Source: an optimization exercise on an open RTL-to-GDS flow (aim: small area, a short achievable clock period and few clock cycles per item). Production flows keep margins and buffers that such runs may drop.
Where RTL was checked, it was by simulation tests only, not by an equivalence proof against the original.

==> inputs of try-delta <==
==> flow/design.v (excerpt) <==
module serac_cascade (
    input  wire        clk,
    input  wire        rst,         
    input  wire        cfg_we,
    input  wire [5:0]  cfg_addr,    
    input  wire [31:0] cfg_data,
    input  wire        clr_state,   
    input  wire        in_valid,
    output wire        in_ready,
    input  wire [31:0] in_x,
    output reg         out_valid,
    output reg  [31:0] out_y
);
Settings: LEC_CHECK=0, CAP_MARGIN=20, CORE_MARGIN=2, CORE_UTILIZATION=40, PLACE_DENSITY=0.6, SETUP_SLACK_MARGIN=0.5, SLEW_MARGIN=20; clock period 20.0 ns.
standard.sh (not shown) runs the stock make flow with config.mk's settings and CLKGATE_MAP_FILE= SYNTH_SCRIPT=/design/flow/synth_recipe.tcl, a recipe that flattens the netlist after the stock synthesis.
==> flow/flow/run.sh <==
#!/bin/bash
set -euo pipefail
R=$PWD/orfs/results/sky130hd/serac_cascade/base
bash standard.sh synth > synth.log 2>&1
python3 flow/fa_polarity.py $R/1_2_yosys.v $R/1_2_yosys.pol.v > fa_polarity.log 2>&1
cp $R/1_2_yosys.v $R/1_2_yosys.std.v
mv $R/1_2_yosys.pol.v $R/1_2_yosys.v
rm -f $R/1_synth.odb $R/1_synth.sdc
bash standard.sh SETUP_SLACK_MARGIN=15 \
    "BUFFER_PORTS_ARGS=-buffer_cell sky130_fd_sc_hd__buf_4" \
    CTS_CLUSTER_SIZE=30 CTS_CLUSTER_DIAMETER=80 \
    finish > standard_flow.log 2>&1
Other scripts of this flow, unchanged in this note and not shown: flow/flow/fa_polarity.py
==> try-harbor: changes against try-delta <==
--- a/flow/design.v
+++ b/flow/design.v
@@ -138,18 +138,17 @@
         else if (we_r && wa_r[2:0] == 3'd7)
             last_sec <= wd_r[2:0];
     end
     reg         ph;                 
     reg  [1:0]  busy;               
     reg  [2:0]  nsec0, nsec1;       
     reg  [1:0]  cnt;                
-    reg         inbuf_v;
-    reg  [31:0] inbuf_x;
-    reg         in_ready_r;         
     reg         in_ready_o;         
+    reg         ov1;                
+    reg  [31:0] yo1;
     reg         vA, lastA;
     reg  [2:0]  secA;
     reg  [7:0]  ohA;                
     reg  [47:0] xd_A;               
     reg  [31:0] b0_A;
     reg         vB, lastB;
     reg  [2:0]  secB;
@@ -3054,65 +3053,60 @@
             s1r[secD] <= s1_new;
             s2r[secD] <= s2_new;
         end
     end
     wire        nt     = ~ph;
     wire        cont   = nt ? busy[1] : busy[0];
     wire [2:0]  nsec_t = nt ? nsec1 : nsec0;
-    wire        start  = ~cont & cnt[1] & (inbuf_v | (in_valid & ~we_r));
+    wire        start  = in_valid & ~cont & cnt[1] & ~we_r;
     wire        issue  = cont | start;
     wire [2:0]  sec_n  = cont ? nsec_t : 3'd0;
     wire        last_n = (sec_n == last_sec);
     wire [7:0]  oh_n   = 8'd1 << sec_n;
     wire [2:0]  sh_n   = rd3(oh_n, shv);
-    wire [31:0] x_in   = inbuf_v ? inbuf_x : in_x;
+    wire [31:0] x_in   = in_x;
     wire [47:0] xd0    = booth(shsat(h0, sh_n));
     wire [47:0] xd1    = booth(shsat(h1, sh_n));
     wire [47:0] xdi    = booth(shsat({{4{x_in[31]}}, x_in}, sh_n));
     wire [47:0] xd_n   = cont ? (sel0 ? xd1 : xd0) : xdi;
     wire        fwd    = vD && secD == secA;
-    wire accept = in_valid & in_ready_r;
-    wire inbuf_next = (inbuf_v | accept) & ~start;
+    wire ready_next = ~(ph ? busy[1] : busy[0]) & ~start & (cnt != 2'd0) & ~cfg_we;
     always @(posedge clk) begin
         if (rst) begin
             ph         <= 1'b0;
             busy       <= 2'b00;
             cnt        <= 2'd3;
-            inbuf_v    <= 1'b0;
-            in_ready_r <= 1'b1;
             in_ready_o <= 1'b1;
             vA         <= 1'b0;
             vB         <= 1'b0;
             vC         <= 1'b0;
             vD         <= 1'b0;
+            ov1        <= 1'b0;
             out_valid  <= 1'b0;
         end else begin
             ph         <= ~ph;
             if (issue) begin
                 if (nt) busy[1] <= ~last_n;
                 else    busy[0] <= ~last_n;
             end
             cnt        <= start ? 2'd0 : (cnt == 2'd3 ? 2'd3 : cnt + 2'd1);
-            inbuf_v    <= inbuf_next;
-            in_ready_r <= ~inbuf_next;
-            in_ready_o <= ~inbuf_next;
+            in_ready_o <= ready_next;
             vA         <= issue;
             vB         <= vA;
             vC         <= vB;
             vD         <= vC;
-            out_valid  <= vB & lastB;
+            ov1        <= vB & lastB;
+            out_valid  <= ov1;
         end
     end
     always @(posedge clk) begin
         if (issue) begin
             if (nt) nsec1 <= sec_n + 3'd1;
             else    nsec0 <= sec_n + 3'd1;
         end
-        if (accept)
-            inbuf_x <= in_x;
         secA  <= sec_n;
         ohA   <= oh_n;
         lastA <= last_n;
         xd_A  <= xd_n;
         b0_A  <= rd32(oh_n, b0v);
         secB  <= secA;
         ohB   <= ohA;
@@ -3127,10 +3121,11 @@
         w1_C  <= w1_cs;
         w2_C  <= w2_cs;
         a1_C  <= rd32(ohB, a1v);
         a2_C  <= rd32(ohB, a2v);
         secD  <= secC;
         v1_D  <= v1_cs;
         v2_D  <= v2_cs;
-        out_y <= y;
+        yo1   <= y;
+        out_y <= rst ? 32'd0 : yo1;
     end
 endmodule
==> flow/flow/run.sh (replaced) <==
#!/bin/bash
set -euo pipefail
R=$PWD/orfs/results/sky130hd/serac_cascade/base
bash standard.sh synth > synth.log 2>&1
python3 flow/fa_polarity.py $R/1_2_yosys.v $R/1_2_yosys.pol.v > fa_polarity.log 2>&1
cp $R/1_2_yosys.v $R/1_2_yosys.std.v
mv $R/1_2_yosys.pol.v $R/1_2_yosys.v
rm -f $R/1_synth.odb $R/1_synth.sdc
bash standard.sh SETUP_SLACK_MARGIN=15 \
    "BUFFER_PORTS_ARGS=-buffer_cell sky130_fd_sc_hd__buf_4" \
    CTS_CLUSTER_SIZE=26 CTS_CLUSTER_DIAMETER=70 GPL_TIMING_DRIVEN=1 \
    CORE_UTILIZATION=55 PLACE_DENSITY=0.7 \
    finish > standard_flow.log 2>&1
==> try-amber: changes against try-delta <==
--- a/flow/design.v
+++ b/flow/design.v
@@ -138,18 +138,17 @@
         else if (we_r && wa_r[2:0] == 3'd7)
             last_sec <= wd_r[2:0];
     end
     reg         ph;                 
     reg  [1:0]  busy;               
     reg  [2:0]  nsec0, nsec1;       
     reg  [1:0]  cnt;                
-    reg         inbuf_v;
-    reg  [31:0] inbuf_x;
-    reg         in_ready_r;         
     reg         in_ready_o;         
+    reg         ov1;                
+    reg  [31:0] yo1;
     reg         vA, lastA;
     reg  [2:0]  secA;
     reg  [7:0]  ohA;                
     reg  [47:0] xd_A;               
     reg  [31:0] b0_A;
     reg         vB, lastB;
     reg  [2:0]  secB;
@@ -3054,65 +3053,60 @@
             s1r[secD] <= s1_new;
             s2r[secD] <= s2_new;
         end
     end
     wire        nt     = ~ph;
     wire        cont   = nt ? busy[1] : busy[0];
     wire [2:0]  nsec_t = nt ? nsec1 : nsec0;
-    wire        start  = ~cont & cnt[1] & (inbuf_v | (in_valid & ~we_r));
+    wire        start  = in_valid & in_ready_o;
     wire        issue  = cont | start;
     wire [2:0]  sec_n  = cont ? nsec_t : 3'd0;
     wire        last_n = (sec_n == last_sec);
     wire [7:0]  oh_n   = 8'd1 << sec_n;
     wire [2:0]  sh_n   = rd3(oh_n, shv);
-    wire [31:0] x_in   = inbuf_v ? inbuf_x : in_x;
+    wire [31:0] x_in   = in_x;
     wire [47:0] xd0    = booth(shsat(h0, sh_n));
     wire [47:0] xd1    = booth(shsat(h1, sh_n));
     wire [47:0] xdi    = booth(shsat({{4{x_in[31]}}, x_in}, sh_n));
     wire [47:0] xd_n   = cont ? (sel0 ? xd1 : xd0) : xdi;
     wire        fwd    = vD && secD == secA;
-    wire accept = in_valid & in_ready_r;
-    wire inbuf_next = (inbuf_v | accept) & ~start;
+    wire ready_next = ~(ph ? busy[1] : busy[0]) & ~start & (cnt != 2'd0) & ~cfg_we;
     always @(posedge clk) begin
         if (rst) begin
             ph         <= 1'b0;
             busy       <= 2'b00;
             cnt        <= 2'd3;
-            inbuf_v    <= 1'b0;
-            in_ready_r <= 1'b1;
             in_ready_o <= 1'b1;
             vA         <= 1'b0;
             vB         <= 1'b0;
             vC         <= 1'b0;
             vD         <= 1'b0;
+            ov1        <= 1'b0;
             out_valid  <= 1'b0;
         end else begin
             ph         <= ~ph;
             if (issue) begin
                 if (nt) busy[1] <= ~last_n;
                 else    busy[0] <= ~last_n;
             end
             cnt        <= start ? 2'd0 : (cnt == 2'd3 ? 2'd3 : cnt + 2'd1);
-            inbuf_v    <= inbuf_next;
-            in_ready_r <= ~inbuf_next;
-            in_ready_o <= ~inbuf_next;
+            in_ready_o <= ready_next;
             vA         <= issue;
             vB         <= vA;
             vC         <= vB;
             vD         <= vC;
-            out_valid  <= vB & lastB;
+            ov1        <= vB & lastB;
+            out_valid  <= ov1;
         end
     end
     always @(posedge clk) begin
         if (issue) begin
             if (nt) nsec1 <= sec_n + 3'd1;
             else    nsec0 <= sec_n + 3'd1;
         end
-        if (accept)
-            inbuf_x <= in_x;
         secA  <= sec_n;
         ohA   <= oh_n;
         lastA <= last_n;
         xd_A  <= xd_n;
         b0_A  <= rd32(oh_n, b0v);
         secB  <= secA;
         ohB   <= ohA;
@@ -3127,10 +3121,11 @@
         w1_C  <= w1_cs;
         w2_C  <= w2_cs;
         a1_C  <= rd32(ohB, a1v);
         a2_C  <= rd32(ohB, a2v);
         secD  <= secC;
         v1_D  <= v1_cs;
         v2_D  <= v2_cs;
-        out_y <= y;
+        yo1   <= y;
+        out_y <= rst ? 32'd0 : yo1;
     end
 endmodule
==> flow/flow/run.sh (replaced) <==
#!/bin/bash
set -euo pipefail
R=$PWD/orfs/results/sky130hd/serac_cascade/base
bash standard.sh synth > synth.log 2>&1
python3 flow/fa_polarity.py $R/1_2_yosys.v $R/1_2_yosys.pol.v > fa_polarity.log 2>&1
cp $R/1_2_yosys.v $R/1_2_yosys.std.v
mv $R/1_2_yosys.pol.v $R/1_2_yosys.v
rm -f $R/1_synth.odb $R/1_synth.sdc
bash standard.sh SETUP_SLACK_MARGIN=15 \
    "BUFFER_PORTS_ARGS=-buffer_cell sky130_fd_sc_hd__buf_4" \
    CTS_CLUSTER_SIZE=26 CTS_CLUSTER_DIAMETER=70 GPL_TIMING_DRIVEN=1 \
    finish > standard_flow.log 2>&1
==> try-cedar: changes against try-delta <==
--- a/flow/design.v
+++ b/flow/design.v
@@ -20,15 +20,15 @@
         begin
             for (j = 0; j < 16; j = j + 1) begin
                 h = x[2*j+1];
                 m = x[2*j];
                 l = (j == 0) ? 1'b0 : x[2*j-1];
                 booth[3*j]   = m ^ l;
                 booth[3*j+1] = (h & ~m & ~l) | (~h & m & l);
-                booth[3*j+2] = h;
+                booth[3*j+2] = h & ~(m & l);       
             end
         end
     endfunction
     function [32:0] pprow(input [2:0] d, input [31:0] m);
         pprow = (({33{d[0]}} & {m[31], m}) | ({33{d[1]}} & {m, 1'b0})) ^ {33{d[2]}};
     endfunction
     function [127:0] ks2(input [63:0] a, input [63:0] b);
@@ -140,15 +140,14 @@
     end
     reg         ph;                 
     reg  [1:0]  busy;               
     reg  [2:0]  nsec0, nsec1;       
     reg  [1:0]  cnt;                
     reg         inbuf_v;
     reg  [31:0] inbuf_x;
-    reg         in_ready_r;         
     reg         in_ready_o;         
     reg         vA, lastA;
     reg  [2:0]  secA;
     reg  [7:0]  ohA;                
     reg  [47:0] xd_A;               
     reg  [31:0] b0_A;
     reg         vB, lastB;
@@ -3066,38 +3065,36 @@
     wire [2:0]  sh_n   = rd3(oh_n, shv);
     wire [31:0] x_in   = inbuf_v ? inbuf_x : in_x;
     wire [47:0] xd0    = booth(shsat(h0, sh_n));
     wire [47:0] xd1    = booth(shsat(h1, sh_n));
     wire [47:0] xdi    = booth(shsat({{4{x_in[31]}}, x_in}, sh_n));
     wire [47:0] xd_n   = cont ? (sel0 ? xd1 : xd0) : xdi;
     wire        fwd    = vD && secD == secA;
-    wire accept = in_valid & in_ready_r;
+    wire accept = in_valid & ~inbuf_v;            
     wire inbuf_next = (inbuf_v | accept) & ~start;
     always @(posedge clk) begin
         if (rst) begin
             ph         <= 1'b0;
             busy       <= 2'b00;
             cnt        <= 2'd3;
             inbuf_v    <= 1'b0;
-            in_ready_r <= 1'b1;
             in_ready_o <= 1'b1;
             vA         <= 1'b0;
             vB         <= 1'b0;
             vC         <= 1'b0;
             vD         <= 1'b0;
             out_valid  <= 1'b0;
         end else begin
             ph         <= ~ph;
             if (issue) begin
                 if (nt) busy[1] <= ~last_n;
                 else    busy[0] <= ~last_n;
             end
             cnt        <= start ? 2'd0 : (cnt == 2'd3 ? 2'd3 : cnt + 2'd1);
             inbuf_v    <= inbuf_next;
-            in_ready_r <= ~inbuf_next;
             in_ready_o <= ~inbuf_next;
             vA         <= issue;
             vB         <= vA;
             vC         <= vB;
             vD         <= vC;
             out_valid  <= vB & lastB;
         end
@@ -3127,10 +3124,10 @@
         w1_C  <= w1_cs;
         w2_C  <= w2_cs;
         a1_C  <= rd32(ohB, a1v);
         a2_C  <= rd32(ohB, a2v);
         secD  <= secC;
         v1_D  <= v1_cs;
         v2_D  <= v2_cs;
-        out_y <= y;
+        out_y <= rst ? 32'd0 : y;
     end
 endmodule
==> flow/flow/run.sh (replaced) <==
#!/bin/bash
set -euo pipefail
R=$PWD/orfs/results/sky130hd/serac_cascade/base
bash standard.sh synth > synth.log 2>&1
python3 flow/fa_polarity.py $R/1_2_yosys.v $R/1_2_yosys.pol.v > fa_polarity.log 2>&1
cp $R/1_2_yosys.v $R/1_2_yosys.std.v
mv $R/1_2_yosys.pol.v $R/1_2_yosys.v
rm -f $R/1_synth.odb $R/1_synth.sdc
bash standard.sh SETUP_SLACK_MARGIN=15 \
    "BUFFER_PORTS_ARGS=-buffer_cell sky130_fd_sc_hd__buf_4" \
    CTS_CLUSTER_SIZE=26 CTS_CLUSTER_DIAMETER=70 REMOVE_ABC_BUFFERS=1 \
    finish > standard_flow.log 2>&1
==> metrics.md <==
| Metric | Value |
|---|---|
| Outcome | no timing/DRC/antenna violations |
| Number of tapcells | 5265 |
| Clock Skew | 119 ps |
| Area after DPL | about 230000 sq um |
| Clock sinks | between 3000 and 4000 |
| Vias in the first global route | 175747 |
| CP Data Arrival Time | between 1500 and 2000 ps |
| M1 wire length | 304000 um |
| Avg Cell Area, Syn | roughly 12 sq um |
| Final core occ | 0.604 |
| Final period util | 0.277 |
| Initial antenna violation count | 66 |
| Worst r2r path cells | 16 |
| Non-clock buffer share | 0.0349 |
| Post-CTS Setup Inserts | 135 |
That was try-harbor.
==> metrics.md <==
| Metric | Value |
|---|---|
| Clock sinks | about 3200 |
| Outcome | no timing/DRC/antenna violations |
| Final core occ | 0.445 |
| Area after DPL | 229000 sq um |
| Initial antenna violation count | 60 |
| Vias in the first global route | 172881 |
| Final period util | 0.278 |
| Avg Cell Area, Syn | 11.8 sq um |
That was try-amber.
==> metrics.md <==
| Metric | Value |
|---|---|
| CP Data Arrival Time | 1640 ps |
| Clock Skew | 108 ps |
| Non-clock buffer share | 0.0404 |
| Vias in the first global route | 175450 |
| Initial antenna violation count | 78 |
| Outcome | no timing/DRC/antenna violations |
| Worst r2r path cells | 22 |
| Final period util | 0.282 |
| Clock sinks | 3172 |
That was try-cedar.
==> metrics.md <==
| Metric | Value |
|---|---|
| Outcome | no timing/DRC/antenna violations |
| Clock sinks | 3155 |
| Final period util | 0.285 |
| Final core occ | 0.439 |
| Post-CTS Setup Inserts | 120 |
| Non-clock buffer share | 0.0329 |
| Initial antenna violation count | between 80 and 90 |
| Avg Cell Area, Syn | 11.8 sq um |
| Worst r2r path cells | 16 |
| CP Data Arrival Time | between 1500 and 2000 ps |
| M1 wire length | 337000 um |
| Clock Skew | approximately 130 ps |
| Area after DPL | around 230000 sq um |
That was try-delta.
Testbench counts of try-delta, summed over its fixed seeds: cycles 18,610, items 3,840.
Testbench counts of try-harbor, summed over its fixed seeds: cycles 18,690, items 3,840.
Only the layout flow was run in try-amber and try-cedar; the RTL was not checked for function there.

## afterwards: timing with drivers on the ports
The flow's constraints put no driver on any port. The routed layouts listed below were extracted and timed again, unchanged, in two steps. Step 1: set_driving_cell puts a clkbuf_16 on clk and a buf_2 on each other input, an assumption about the parent block. Step 2 moves the port delays by t, midway between the first and last clock arrival at a register: inputs arrive t later, outputs are due t later. That takes back most of the time a late clock gives input paths. a / b / c = ideal / step 1 / step 2; a / b = the first two.
run	t, ns	slack for setup (ns)	hold slack, ns	latest minus earliest clock arrival (ns)	slew at the worst register clock pin (ns)
try-delta	1.085	14.307 / 14.191 / 13.763	0.334 / 0.334 / 0.334	0.144 / 0.145	0.12 / 0.12
try-harbor	1.107	14.464 / 14.349 / 13.911	0.330 / 0.330 / 0.330	0.129 / 0.129	0.11 / 0.11
try-amber	1.122	14.433 / 14.322 / 13.939	0.334 / 0.334 / 0.334	0.174 / 0.174	0.10 / 0.10
try-cedar	1.123	14.364 / 14.244 / 13.469	0.335 / 0.335 / 0.335	0.112 / 0.112	0.11 / 0.11
After both steps setup and hold are still met in every run listed. The setup slack of try-cedar, which loses most, moves by -0.120 ns with the drivers and by -0.895 ns with both steps.
